Context: an optimization exercise on an open-source flow, tuned for small area. The choices shown serve that exercise and are no tape-out recipe. Function was checked by simulation only, so behaviour that the tests miss may differ from the original. No activity file was given, so power comes from the tool's default toggle rates.

== lane 1 ==
// lane_filter
module lane_filter (
    input  wire        clk,
    input  wire        rst,
    input  wire        start,
    input  wire        stop,
    input  wire [17:0] cfg_w0,
    input  wire [17:0] cfg_w1,
    input  wire [17:0] cfg_w2,
    input  wire [17:0] cfg_w3,
    input  wire [17:0] cfg_w4,
    input  wire        mod_en,
    input  wire        mod_bit,
    input  wire        coef_we,
    input  wire [5:0]  coef_addr,
    input  wire [17:0] coef_data,
    output reg         smp_valid,
    output reg  [17:0] smp_value,
    output reg         smp_clip
);
Size: ~8100 cells after synthesis, about 3300 flip-flops, about 140 I/O pins, roughly 98000 um2 of cells after synthesis.
clock: 15.0 ns
lec_check: 0
cap_margin: 20
core_margin: 2
core_utilization: 60
cts_cluster_diameter: 90
cts_cluster_size: 22
slew_margin: 20
run.sh (not shown) runs the stock make flow with config.mk's settings and CLKGATE_MAP_FILE= SYNTH_SCRIPT=/design/flow/synth_recipe.tcl, a recipe that flattens the netlist after the stock synthesis.
Input changes introduced in lane 2 (baseline for comparison: lane 1):
--- a/flow/design.v
+++ b/flow/design.v
@@ -185,25 +185,26 @@
     wire signed [18:0] mcand = (st == S_MM) ? {1'b0, p_scale} : {cq[17], cq};
     wire [23:0] wsrc  = (st == S_PRE) ? {{6{hw[17]}}, hw} :
                         ((st == S_MM) ? {{2{q[21]}}, q} : {{6{u[17]}}, u});
     wire [2:0]  toppl = (st == S_MM) ? 3'd7 : 3'd5;
     wire [2:0]  dig   = wsrc[pl*3 +: 3];
     wire        dtop  = (pl == toppl);
     wire signed [3:0]  dval = {dtop & dig[2], dig};
     wire signed [22:0] pp   = mcand * dval;
     wire first = (pl == toppl) && ((st != S_PRE) || (pc == 6'd0));
     wire horner = (st == S_FM) || (st == S_MM) || (st == S_PRE);
     wire [41:0] acc_l3 = {acc[38:0], 3'd0};
     wire [41:0] acc_r1 = {acc[41], acc[41:1]};
-    wire [41:0] acc_r8 = {{8{acc[41]}}, acc[41:8]};
+    wire [41:0] acc_r4 = {{4{acc[41]}}, acc[41:4]};
+    wire [41:0] acc_r16 = {{16{acc[41]}}, acc[41:16]};
     wire cload = (st == S_IDLE) && (ph2 == nm1p) && cpend;
     reg  [41:0] base, addend;
     reg         cin;
     always @* begin
         base   = acc;
         addend = 42'd0;
         cin    = 1'b0;
         case (st)
         S_IDLE: begin
             if (cload) begin
                 base   = 42'd0;
                 addend = {isu[20:0], il0};
@@ -212,26 +213,28 @@
                 cin    = 1'b1;
             end
         end
         S_FADD: addend = v;
         S_FM, S_MM, S_PRE: begin
             if (first)
                 base = 42'd0;
             else if (st != S_PRE || pc == 6'd0)
                 base = acc_l3;
             addend = {{19{pp[22]}}, pp};
         end
         S_SH: begin
-            if (rem >= 6'd8)
-                base = acc_r8;
+            if (rem >= 6'd16)
+                base = acc_r16;
+            else if (rem >= 6'd4)
+                base = acc_r4;
             else if (rem != 6'd0)
                 base = acc_r1;
             else
                 cin = 1'b1;
         end
         S_RS1: base = acc_r1;
         default: ;
         endcase
     end
     wire [41:0] accn = base + addend + {41'd0, cin};
     wire        fits = (acc[41:17] == 25'd0) || (acc[41:17] == {25{1'b1}});
     wire [18:0] rsv  = fits ? {1'b0, acc[17:0]} : {1'b1, acc[41] ? 18'h20000 : 18'h1FFFF};
@@ -318,26 +321,28 @@
                 q    <= qsum[21:0];
                 msub <= 1'b0;
             end
             smp_valid <= 1'b0;
             acc <= accn;
             case (st)
             S_IDLE: if (cic_go) begin
                 sg  <= 2'd0;
                 rem <= p_s1 - 6'd1;
                 st  <= (p_s1 == 6'd0) ? S_U : S_SH;
             end
             S_SH: begin
-                if (rem >= 6'd8)
-                    rem <= rem - 6'd8;
+                if (rem >= 6'd16)
+                    rem <= rem - 6'd16;
+                else if (rem >= 6'd4)
+                    rem <= rem - 6'd4;
                 else if (rem != 6'd0)
                     rem <= rem - 6'd1;
                 else
                     st <= S_RS1;
             end
             S_RS1: st <= (sg == 2'd0) ? S_U : ((sg == 2'd1) ? S_F : S_MO);
             S_U: begin
                 u      <= rsv[17:0];
                 uclip  <= rsv[18];
                 hc_age <= hc_n;
                 nset   <= nset_n;
                 if (nset_n == taps1)
### Flow results
Length in cells of the worst reg-to-reg path, lane 2 and lane 1: smaller value in lane 1. Between lane 1 and lane 2, the flow reports synthesized area increasing slightly. Post-detailed-route DRC marker count came out exactly the same in lane 2 and lane 1. Fraction of power consumed by combinational cells came out higher on lane 2 than on lane 1. Between lane 1 and lane 2, the clock latency reported for the late side of the worst-skew pair figures differ only marginally. As far as post-synthesis share of cell area spent on full adders, half adders and majority gates is concerned, lane 1 and lane 2 perform about the same. Looking at critical-path cell with the highest stage delay, the dfxtp_1 result is from lane 1; the and4_1 one comes from lane 2.

port drivers added, routing unchanged:
Ports are ideal in the flow. The routed layouts listed here were re-timed in OpenROAD. Step 1: set_driving_cell puts a clkbuf_16 on clk and a buf_2 on each other input, an assumption about the parent block. Step 2 adds t to the input delays and takes it off the output delays; t is the mean of the earliest and latest rising clock arrival at the registers after step 1. Input paths then give back, and output paths get back, about the clock's delay inside the block. a / b / c = no drivers / after step 1 / after step 2; a / b = the first two.
run | t (ns) | setup slack, ns | worst hold slack (ns) | worst setup path after step 2 | slew at the worst register clock pin (ns)
lane 1 | 0.924 | 2.884 / 2.884 / 2.884 | 0.312 / 0.312 / 0.312 | register to register | 0.10 / 0.10
lane 2 | 0.914 | 3.062 / 3.062 / 3.062 | 0.293 / 0.293 / 0.293 | register to register | 0.10 / 0.10
After both steps every run listed still meets setup and hold.
